Source: an optimization exercise on an open RTL-to-GDS flow (aim: small area). Production flows keep margins and buffers that such runs may drop. The RTL was checked by simulation tests, not by an equivalence proof against the original design.

## flow/design.v

```verilog
module cvt_lane (
    input  wire [31:0] a,         
    input  wire        src_int,   
    input  wire [3:0]  fmt,       
    input  wire [1:0]  rnd,       
    input  wire [23:0] r24,       
    output reg  [31:0] res,
    output reg  [4:0]  flags      
);
    localparam F_SAT = 4, F_INV = 3, F_OVF = 2, F_UNF = 1, F_INX = 0;
    reg        d_int;         
    reg [5:0]  d_ibits;       
    reg [4:0]  d_mw;          
    reg [3:0]  d_ew;          
    reg signed [9:0] d_bias;
    reg [31:0] d_maxenc;      
    reg        d_inf;         
    reg        d_nan;         
    always @(*) begin
        d_int = 1'b0; d_ibits = 6'd32;
        d_mw = 5'd23; d_ew = 4'd8; d_bias = 10'sd127;
        d_maxenc = 32'h7F7F_FFFF; d_inf = 1'b1; d_nan = 1'b1;
        case (fmt)
            4'h1: begin d_mw = 5'd23; d_ew = 4'd8; d_bias = 10'sd127; d_maxenc = 32'h7F7F_FFFF; end
            4'h2: begin d_mw = 5'd15; d_ew = 4'd8; d_bias = 10'sd127; d_maxenc = 32'h007F_7FFF; end
            4'h3: begin d_mw = 5'd10; d_ew = 4'd8; d_bias = 10'sd127; d_maxenc = 32'h0003_FBFF; end
            4'h4: begin d_mw = 5'd7;  d_ew = 4'd8; d_bias = 10'sd127; d_maxenc = 32'h0000_7F7F; end
            4'h5: begin d_mw = 5'd10; d_ew = 4'd5; d_bias = 10'sd15;  d_maxenc = 32'h0000_7BFF; end
            4'h6: begin d_mw = 5'd3;  d_ew = 4'd4; d_bias = 10'sd7;   d_maxenc = 32'h0000_007E; d_inf = 1'b0; end
            4'h7: begin d_mw = 5'd2;  d_ew = 4'd5; d_bias = 10'sd15;  d_maxenc = 32'h0000_007B; end
            4'h8: begin d_mw = 5'd2;  d_ew = 4'd3; d_bias = 10'sd3;   d_maxenc = 32'h0000_001F; d_inf = 1'b0; d_nan = 1'b0; end
            4'h9: begin d_mw = 5'd3;  d_ew = 4'd2; d_bias = 10'sd1;   d_maxenc = 32'h0000_001F; d_inf = 1'b0; d_nan = 1'b0; end
            4'hA: begin d_mw = 5'd1;  d_ew = 4'd2; d_bias = 10'sd1;   d_maxenc = 32'h0000_0007; d_inf = 1'b0; d_nan = 1'b0; end
            4'hB: begin d_int = 1'b1; d_ibits = 6'd32; end
            4'hC: begin d_int = 1'b1; d_ibits = 6'd16; end
            4'hD: begin d_int = 1'b1; d_ibits = 6'd8;  end
            4'hE: begin d_int = 1'b1; d_ibits = 6'd4;  end
            default: ;
        endcase
    end
    wire        f_sign = a[31];
    wire [7:0]  f_exp  = a[30:23];
    wire [22:0] f_man  = a[22:0];
    wire        f_nan  = (f_exp == 8'hFF) && (f_man != 23'd0);
    wire        f_inf  = (f_exp == 8'hFF) && (f_man == 23'd0);
    wire        s_sign = src_int ? a[31] : f_sign;
    wire        s_nan  = !src_int && f_nan;
    wire        s_inf  = !src_int && f_inf;
    wire [31:0] i_abs  = a[31] ? (~a + 32'd1) : a;
    reg [31:0]       sig32;
    reg signed [9:0] eb;
    always @(*) begin
        if (src_int) begin
            sig32 = i_abs;
            eb    = 10'sd31;
        end else if (f_exp != 8'd0) begin
            sig32 = {1'b1, f_man, 8'd0};
            eb    = $signed({2'b00, f_exp}) - 10'sd127;
        end else begin
            sig32 = {f_man, 9'd0};
            eb    = -10'sd127;
        end
    end
    wire s_zero = (sig32 == 32'd0) && !s_nan && !s_inf;
    reg [5:0] lz;
    integer i;
    always @(*) begin
        lz = 6'd32;
        for (i = 0; i < 32; i = i + 1)
            if (sig32[i]) lz = 31 - i;
    end
    wire [31:0]       nsig = sig32 << lz;
    wire signed [9:0] ue   = eb - $signed({4'd0, lz});    
    wire signed [9:0] emin   = 10'sd1 - d_bias;
    wire signed [9:0] ue_cl  = (ue < emin) ? emin : ue;    
    wire signed [9:0] lsbexp = d_int ? 10'sd0 : (ue_cl - $signed({5'd0, d_mw}));
    wire signed [10:0] sh_s  = 11'sd31 + lsbexp - ue;
    wire        int_big      = d_int && (sh_s < 0);        
    wire [5:0]  sh           = (sh_s < 0) ? 6'd0 : (sh_s > 63) ? 6'd63 : sh_s[5:0];
    wire [95:0] shifted = {nsig, 64'd0} >> sh;
    wire [31:0] q       = shifted[95:64];
    wire [23:0] frac24  = shifted[63:40];
    wire        sticky  = |shifted[39:0];
    wire        inexact = (|frac24) || sticky;
    wire [24:0] sr_sum = {1'b0, frac24} + {1'b0, r24};
    reg  inc;
    always @(*) begin
        case (rnd)
            2'b00:   inc = frac24[23] && ((|frac24[22:0]) || sticky || q[0]);
            2'b10:   inc = sr_sum[24];
            default: inc = 1'b0;
        endcase
    end
    wire [32:0] qr  = {1'b0, q} + {32'd0, inc};
    wire [32:0] qt  = {1'b0, q};             
    wire signed [10:0] ebase = $signed({ue_cl[9], ue_cl}) + $signed({d_bias[9], d_bias}) - 11'sd1;
    wire [63:0] ebase_sh = {{53{ebase[10]}}, ebase} << d_mw;
    wire [63:0] enc      = ebase_sh + {31'd0, qr};
    wire [63:0] enc_t    = ebase_sh + {31'd0, qt};
    wire        ebase_neg = ebase[10];
    wire        f_over   = !ebase_neg && ((enc > {32'd0, d_maxenc}) ||
                           ((rnd == 2'b10) && (enc_t == {32'd0, d_maxenc}) && inexact));
    wire [31:0] enc32    = enc[31:0];
    reg  [30:0] wide;
    reg  [7:0]  w_e;
    reg  [22:0] w_m;
    reg  [22:0] man_field;
    reg  [7:0]  e_field;
    reg  [4:0]  j;
    integer k;
    always @(*) begin
        e_field   = 8'd0;
        man_field = 23'd0;
        w_e       = 8'd0;
        w_m       = 23'd0;
        j         = 5'd0;
        for (k = 0; k < 23; k = k + 1)
            if (k < d_mw) man_field[k] = enc32[k];
        e_field   = enc32 >> d_mw;
        if (d_ew == 4'd8) begin
            wide = {e_field, man_field << (5'd23 - d_mw)};
        end else if (e_field != 8'd0) begin
            w_e  = e_field - d_bias[7:0] + 8'd127;
            w_m  = man_field << (5'd23 - d_mw);
            wide = {w_e, w_m};
        end else if (man_field != 23'd0) begin
            j = 5'd0;
            for (k = 0; k < 23; k = k + 1)
                if (man_field[k]) j = k;
            w_e  = emin[7:0] - {3'd0, d_mw} + {3'd0, j} + 8'd127;
            w_m  = man_field << (5'd23 - j);
            wide = {w_e, w_m};
        end else begin
            wide = 31'd0;
        end
    end
    wire [31:0] maxfin_res;
    reg  [30:0] maxwide;
    always @(*) begin
        case (fmt)
            4'h1: maxwide = 31'h7F7F_FFFF;
            4'h2: maxwide = 31'h7F7F_FF00;
            4'h3: maxwide = 31'h7F7F_E000;
            4'h4: maxwide = 31'h7F7F_0000;
            4'h5: maxwide = 31'h477F_E000;    
            4'h6: maxwide = 31'h43E0_0000;    
            4'h7: maxwide = 31'h4760_0000;    
            4'h8: maxwide = 31'h41E0_0000;    
            4'h9: maxwide = 31'h40F0_0000;    
            4'hA: maxwide = 31'h40C0_0000;    
            default: maxwide = 31'd0;
        endcase
    end
    wire [32:0] pos_lim = (33'd1 << (d_ibits - 6'd1)) - 33'd1;
    wire [32:0] neg_lim = (33'd1 << (d_ibits - 6'd1));
    wire        i_sat   = int_big || (s_sign ? (qr > neg_lim) : (qr > pos_lim));
    wire [31:0] i_lim   = s_sign ? (~neg_lim[31:0] + 32'd1) : pos_lim[31:0];
    wire [31:0] i_val   = s_sign ? (~qr[31:0] + 32'd1) : qr[31:0];
    always @(*) begin
        res   = 32'd0;
        flags = 5'd0;
        if (d_int) begin
            if (s_nan) begin
                res = 32'd0; flags[F_INV] = 1'b1;
            end else if (s_inf || i_sat) begin
                res = i_lim; flags[F_SAT] = 1'b1;
            end else begin
                res = i_val; flags[F_INX] = inexact;
            end
        end else begin
            if (s_nan) begin
                if (d_nan) res = 32'h7FC0_0000;
                else begin res = 32'd0; flags[F_INV] = 1'b1; end
            end else if (s_inf) begin
                if (d_inf) res = {s_sign, 31'h7F80_0000};
                else begin res = {s_sign, maxwide}; flags[F_OVF] = 1'b1; end
            end else if (s_zero) begin
                res = {s_sign, 31'd0};
            end else if (f_over) begin
                flags[F_OVF] = 1'b1; flags[F_INX] = 1'b1;
                if (d_inf && rnd != 2'b01) res = {s_sign, 31'h7F80_0000};
                else                       res = {s_sign, maxwide};
            end else begin
                res = {s_sign, wide};
                flags[F_INX] = inexact;
                flags[F_UNF] = inexact && (e_field == 8'd0) && (man_field != 23'd0);
            end
        end
    end
endmodule
module cw848_cvt4 (
    input  wire         clk,
    input  wire         rst,         
    input  wire         seed_wr,     
    input  wire [31:0]  seed,
    input  wire         in_valid,
    input  wire [3:0]   in_fmt,      
    input  wire [1:0]   in_rnd,      
    input  wire [3:0]   in_src,      
    input  wire [127:0] in_a,        
    output reg          out_valid,
    output reg          out_err,     
    output reg  [127:0] out_res,
    output reg  [19:0]  out_flags    
);
    localparam NL = 4;
    reg  [31:0] sr_state;
    reg  [31:0] sr_seed;
    wire [31:0] st_cur   = seed_wr ? seed : sr_state;
    wire [31:0] sd_cur   = seed_wr ? seed : sr_seed;
    wire        draw     = in_valid && (in_rnd == 2'b10);
    wire [31:0] s0       = (st_cur == 32'd0) ? sd_cur : st_cur;
    wire [31:0] s1       = s0 ^ (s0 << 13);
    wire [31:0] s2       = s1 ^ (s1 >> 17);
    wire [31:0] v_draw   = s2 ^ (s2 << 5);
    always @(posedge clk) begin
        if (rst) begin
            sr_state <= 32'd0;
            sr_seed  <= 32'd0;
        end else begin
            sr_seed  <= sd_cur;
            sr_state <= draw ? v_draw : st_cur;
        end
    end
    reg          s1_valid;
    reg  [3:0]   s1_fmt;
    reg  [1:0]   s1_rnd;
    reg  [3:0]   s1_src;
    reg  [127:0] s1_a;
    reg  [31:0]  s1_v;
    always @(posedge clk) begin
        if (rst) begin
            s1_valid <= 1'b0;
        end else begin
            s1_valid <= in_valid;
        end
        if (in_valid) begin
            s1_fmt <= in_fmt;
            s1_rnd <= in_rnd;
            s1_src <= in_src;
            s1_a   <= in_a;
            s1_v   <= v_draw;
        end
    end
    wire s1_bad = (s1_fmt == 4'h0) || (s1_fmt == 4'hF) || (s1_rnd == 2'b11) ||
                  !((s1_src == 4'h1) || (s1_src == 4'hB));
    wire [127:0] lane_res;
    wire [19:0]  lane_flags;
    genvar n;
    generate
        for (n = 0; n < NL; n = n + 1) begin : g_lane
            wire [31:0] rn = s1_v ^ (n * 32'h9E37_79B9);
            cvt_lane u_lane (
                .a       (s1_a[32*n +: 32]),
                .src_int (s1_src == 4'hB),
                .fmt     (s1_fmt),
                .rnd     (s1_rnd),
                .r24     (rn[23:0]),
                .res     (lane_res[32*n +: 32]),
                .flags   (lane_flags[5*n +: 5])
            );
        end
    endgenerate
    always @(posedge clk) begin
        if (rst) begin
            out_valid <= 1'b0;
            out_err   <= 1'b0;
            out_res   <= 128'd0;
            out_flags <= 20'd0;
        end else begin
            out_valid <= s1_valid;
            if (s1_valid) begin
                out_err   <= s1_bad;
                out_res   <= s1_bad ? 128'd0 : lane_res;
                out_flags <= s1_bad ? 20'd0  : lane_flags;
            end
        end
    end
endmodule
```

## flow/run.sh

```bash
#!/bin/bash
# synth_recipe.tcl (not shown) runs the flow's synth.tcl, then flattens the netlist and writes it again
# the make line also repeats each setting of config.mk as NAME=value (left out here)
make -C /OpenROAD-flow-scripts/flow DESIGN_CONFIG=/design/flow/config.mk WORK_HOME=/design/flow/orfs CLKGATE_MAP_FILE= SYNTH_SCRIPT=/design/flow/synth_recipe.tcl finish
```

## flow/config.mk

```make
export PLATFORM = sky130hd
export DESIGN_NAME = cw848_cvt4
export DESIGN_NICKNAME = cw848_cvt4
export VERILOG_FILES = /design/flow/design.v
export SDC_FILE = /design/flow/constraint.sdc
export NUM_CORES = 4
export LEC_CHECK = 0
export CAP_MARGIN = 20
export CORE_MARGIN = 2
export CORE_UTILIZATION = 25
export PLACE_DENSITY = 0.35
export SLEW_MARGIN = 20
```

## flow/constraint.sdc

```tcl
create_clock -name core_clock -period 32.0 [get_ports {clk}]
set_input_delay 6.4000 -clock core_clock [delete_from_list [all_inputs] [get_ports {clk}]]
set_output_delay 6.4000 -clock core_clock [all_outputs]
set_load 0.01 [all_outputs]
```

==> run notes <==
==> layer usage <==
layer | up-vias | share of wire | global-route usage
met5 | - | 0.00023 | 0
met2 | 7281 | 0.44 | 0.5068
met4 | 28 | 0.069 | 0.1853
met3 | 1556 | 0.084 | 0.06129
met1 | 68230 | 0.41 | 0.4012
li1 | 62550 | - | -
==> through the flow <==
step / instance area, um2 / utilization
after floorplan: 111900 / -
after global placement: 123000 / 0.2762
after detailed placement: 123000 / 0.2762
after CTS: 125300 / 0.2813
after global routing: 125400 / 0.2815
final: 125400 / 0.2816
==> Yosys cell counts, types with 252 or more instances <==
library cell / instances
sky130_fd_sc_hd__a211oi_1: 312
sky130_fd_sc_hd__o21ai_0: 1165
sky130_fd_sc_hd__a31oi_1: 285
sky130_fd_sc_hd__ha_1: 916
sky130_fd_sc_hd__a21oi_1: 1392
sky130_fd_sc_hd__nand3_1: 603
sky130_fd_sc_hd__inv_1: 522
sky130_fd_sc_hd__o211ai_1: 252
sky130_fd_sc_hd__xnor2_1: 462
sky130_fd_sc_hd__clkbuf_1: 734
sky130_fd_sc_hd__mux2i_1: 581
sky130_fd_sc_hd__nand2_1: 1689
sky130_fd_sc_hd__nor3_1: 566
sky130_fd_sc_hd__a21o_1: 301
sky130_fd_sc_hd__nor2_1: 1691
==> worst max-delay path, delay by kind of cell (launching register included) <==
kind / cells / cell delay, ps
AO/OA/AOI/OAI: 52 / 13560
XOR/XNOR: 5 / 1350
adder cells (fa/ha/maj): 12 / 4360
buffers and inverters: 10 / 2340
flip-flops: 1 / 580
multiplexers: 3 / 600
AND/OR/NAND/NOR: 22 / 4780
==> kinds of logic (layout without fill, tap and decap cells) <==
group | after synthesis | in the layout
AOI/OAI and AO/OA | 5780 | 5780
xor gates and xnor gates | 689 | 689
adders and majority gates | 964 | 964
buffers and inverters | 1600 | 1562
DFF | 413 | 413
muxes | 767 | 767
other | 0 | 34
and+or+nand+nor | 6308 | 6308
==> layout by cell type (no fill, tap or decap), drive strengths merged, types with 287 or more instances in the layout <==
| cell | netlist | final |
|---|---|---|
| nor2 | 1701 | 1701 |
| nand2 | 1693 | 1693 |
| a21oi | 1396 | 1396 |
| o21ai | 1237 | 1237 |
| ha | 916 | 916 |
| nand3 | 605 | 605 |
| mux2i | 584 | 584 |
| nor3 | 570 | 570 |
| buf | 308 | 563 |
| inv | 536 | 544 |
| xnor2 | 462 | 462 |
| clkdlybuf4s50 | 0 | 320 |
| a211oi | 317 | 317 |
| a21o | 301 | 301 |
| a31oi | 287 | 287 |
==> final cells by class <==
type	instances	area, um2	area share
sequential	413	9916	0.07906
tap	5928	7417	0.05914
clock inverter	39	431.7	0.003442
timing repair buffer	884	7496	0.05976
multi-input combinational	14510	96130	0.7664
antenna	34	85.08	0.0006784
inverter	557	2125	0.01694
clock buffer	82	1827	0.01456
==> path summary, 6_finish.rpt <==
check | to | cells past startpoint
setup / recovery | out_res[60] | 104
hold reg to reg | out_flags[0] | 2
hold / removal | out_flags[0] | 2
setup reg to reg | out_res[60] | 104
==> sequential cells by signal, indices dropped and copies added (netlist names) <==
register and cells:
s1_v 24, out_valid 1, g_lane.u_lane.maxwide 12, s1_fmt 4, g_lane.u_lane.d_ibits 4, s1_src 4, out_err 1, g_lane.u_lane.d_maxenc 11
out_flags 20, s1_valid 1, out_res 128, s1_a 128, g_lane.u_lane.d_bias 3, g_lane.u_lane.d_mw 2, g_lane.u_lane.d_ew 3, g_lane.u_lane.d_int 1
sr_state 32, sr_seed 32, s1_rnd 2
==> run notes <==
The weighted congestion reported at the end of routability-driven placement is 1.020. The post-synthesis simple-gate area fraction is 0.2724. The worst-path cell with the longest stage delay is sky130_fd_sc_hd__fa_1.

The number of buffers created by CTS came out at 70. The count of TritonRoute iterations in the first routing pass is 7. Gates resized during post-CTS repair numbered 0.

After clock tree synthesis, the setup repair step added 0 buffers. The count of standard-cell rows came out at 245. The final critical-path setup slack came out at 4382 ps.

The overall routing resource usage is 0.3190. The total of endpoints with negative setup slack in the final report came out at 0. The min-delay analysis places its worst path in the category register to register.

The clock latency of the later-clocked register in the worst-skew pair came out at 900 ps. The count of fill cells added during filler insertion is 49910. Setup repair after global routing left no endpoint under its margin. The actual slew at the worst max-slew pin came out at 1306 ps. The distinct cell type count of the synthesized netlist came out at 145. The total die area came out at 453000 um2. The number of max-capacitance violations reported came out at 0.

The number of buffer cells added on primary ports is 323. The startpoint identified for the worst register-to-register timing path is s1_a[32]. The startpoint kind of the worst setup timing path is a register. The wire length of the first global-routing pass is 1048000 um.

By area the synthesized netlist is led by sky130_fd_sc_hd__ha_1 10%, sky130_fd_sc_hd__a21oi_1 6.2%, sky130_fd_sc_hd__nor2_1 5.7%. For this run, the leading register cell type out of synthesis is sky130_fd_sc_hd__dfxtp_1. Wires add up to 759300 um.

The delay contributed by the slowest stage of the critical path came out at 710 ps. Synthesis inferred 413 register bits. The number of warnings reported in the yosys synthesis log came out at 2. The tree built by TritonCTS fans out to 413 sinks. The CTS clock-pin slew for the worst setup and hold paths is 60 ps. The violation count after the first detailed-route iteration is 18500. From bottom edge to top edge, the die measures 673.1 um. The largest total area in the synthesized netlist belongs to sky130_fd_sc_hd__ha_1.

Leaving out filler cells and counting taps, the final layout contains 22450. The pin count of the biggest net entering global routing is 101. After detailed routing, the average wire length per cell comes to 33.83 um. The area of the mapped netlist is 111900 um2. The number of flops mapped to enable cells by yosys came out at 162. For the final routed database, the setup TNS stands at 0 ps. The final count of hold timing violations is 0. The data arrival time of the worst path came out at 28430 ps. Counting tap cells, the placed design contains a total of 22290 instances. The number of max-slew violations in the final report was 0. The average cell area after synthesis came out at 6.774 um2. The final layout contains 17570 nets. Headroom to the max-slew limit came out at 0.1279. The number of buffers inserted for hold repair after clock tree synthesis came out at 0. TritonCTS built the clock tree.

The core box area came out at 445400 um2. The clock skew after layout is 132.3 ps. The tightest hold path in the finished design has a slack of 466.1 ps. The number of nets in the synthesized netlist came out at 17660.

The type of the worst setup path is register to register. The mux contribution to synthesized area is 0.07285. The number of antenna violations at the first check in global routing is 88.

The total number of vias is 139600. The portion of the post-synthesis area used by sequential elements is 0.08837. The compound-gate portion of the synthesized area was 0.3433.

The flow ran to the end and the layout has no timing, DRC or antenna violations. The tree is rooted in a sky130_fd_sc_hd__clkbuf_16.

The combinational family with the most area after synthesis is compound AO/OA/AOI/OAI gates. The horizontal die dimension came out at 673.1 um. The share of flip-flops with an asynchronous set or reset is 0. The share of Yosys cell area claimed by the top area cell type came out at 0.1024. In this run the worst setup path begins at s1_a[32]. The via count of the first global-routing pass came out at 132200. For the finished layout, the period the worst path requires is 27620 ps. Relative to the synthesized area, the layout overhead comes to 12.07%. The deepest clock path buffer count came out at 4.

The post-detailed-placement half-perimeter wirelength came out at 610400 um. The post-route clock period utilization is 0.8631. The maximum net fanout on the critical path is 42.

STA classifies the critical path endpoint as a register. The fraction of final layout cells sized beyond drive strength 1 came out at 0.08014. In the routed layout, each cell is associated on average with a via count of 6.222. The post-synthesis instance total is 16520. The area share of xor/xnor cells in the synthesized design came out at 0.05392. Counting stages on the worst path, the most repeated cell is sky130_fd_sc_hd__o21ai_0. The synthesized-area fraction occupied by adder cells came out at 0.1110.

The worst register-to-register path has a setup slack of 4380 ps. During I/O placement, the number of pins put on the boundary was 324. The number of levels the H-tree was split into is 3. The final routed DRC violation total came out at 0.

The fmax is 0.03621 GHz. The placement-stage worst setup slack is 5021 ps. The initial utilization of the core area, before any placement, comes to 0.2513. The data required time at the worst endpoint is 32820 ps. The overflow left after global routing is 0. The number of nets with antenna violations after detailed routing is 0. The startpoint identified for the worst hold timing path is out_flags[0].

## re-timing with driven ports
The results above use ideal ports. As a check the final layout listed here was re-extracted and re-timed, cells and wires unchanged. Step 1 (the two cells are an assumption about what drives the block):
set clk [get_ports {clk}]
set_driving_cell -lib_cell sky130_fd_sc_hd__clkbuf_16 $clk
set_driving_cell -lib_cell sky130_fd_sc_hd__buf_2 [delete_from_list [all_inputs] $clk]
Step 2, shift: input delay + t, output delay - t, t = (earliest + latest rising clock arrival at the registers) / 2. This alone moves slack from input paths to output paths. Slacks: no drivers / after step 1 / after step 2; pairs: no drivers / after step 1.
t, ns: 0.941
setup slack, ns: 4.382 / 4.382 / 4.382
worst hold slack (ns): 0.466 / 0.466 / 0.466
worst setup path at the end: register to register
cell pins on the clock port's net: 1
After both steps this run still meets setup and hold. For this run, drivers alone change the setup slack by 0.000 ns; drivers and shift together by 0.000 ns.
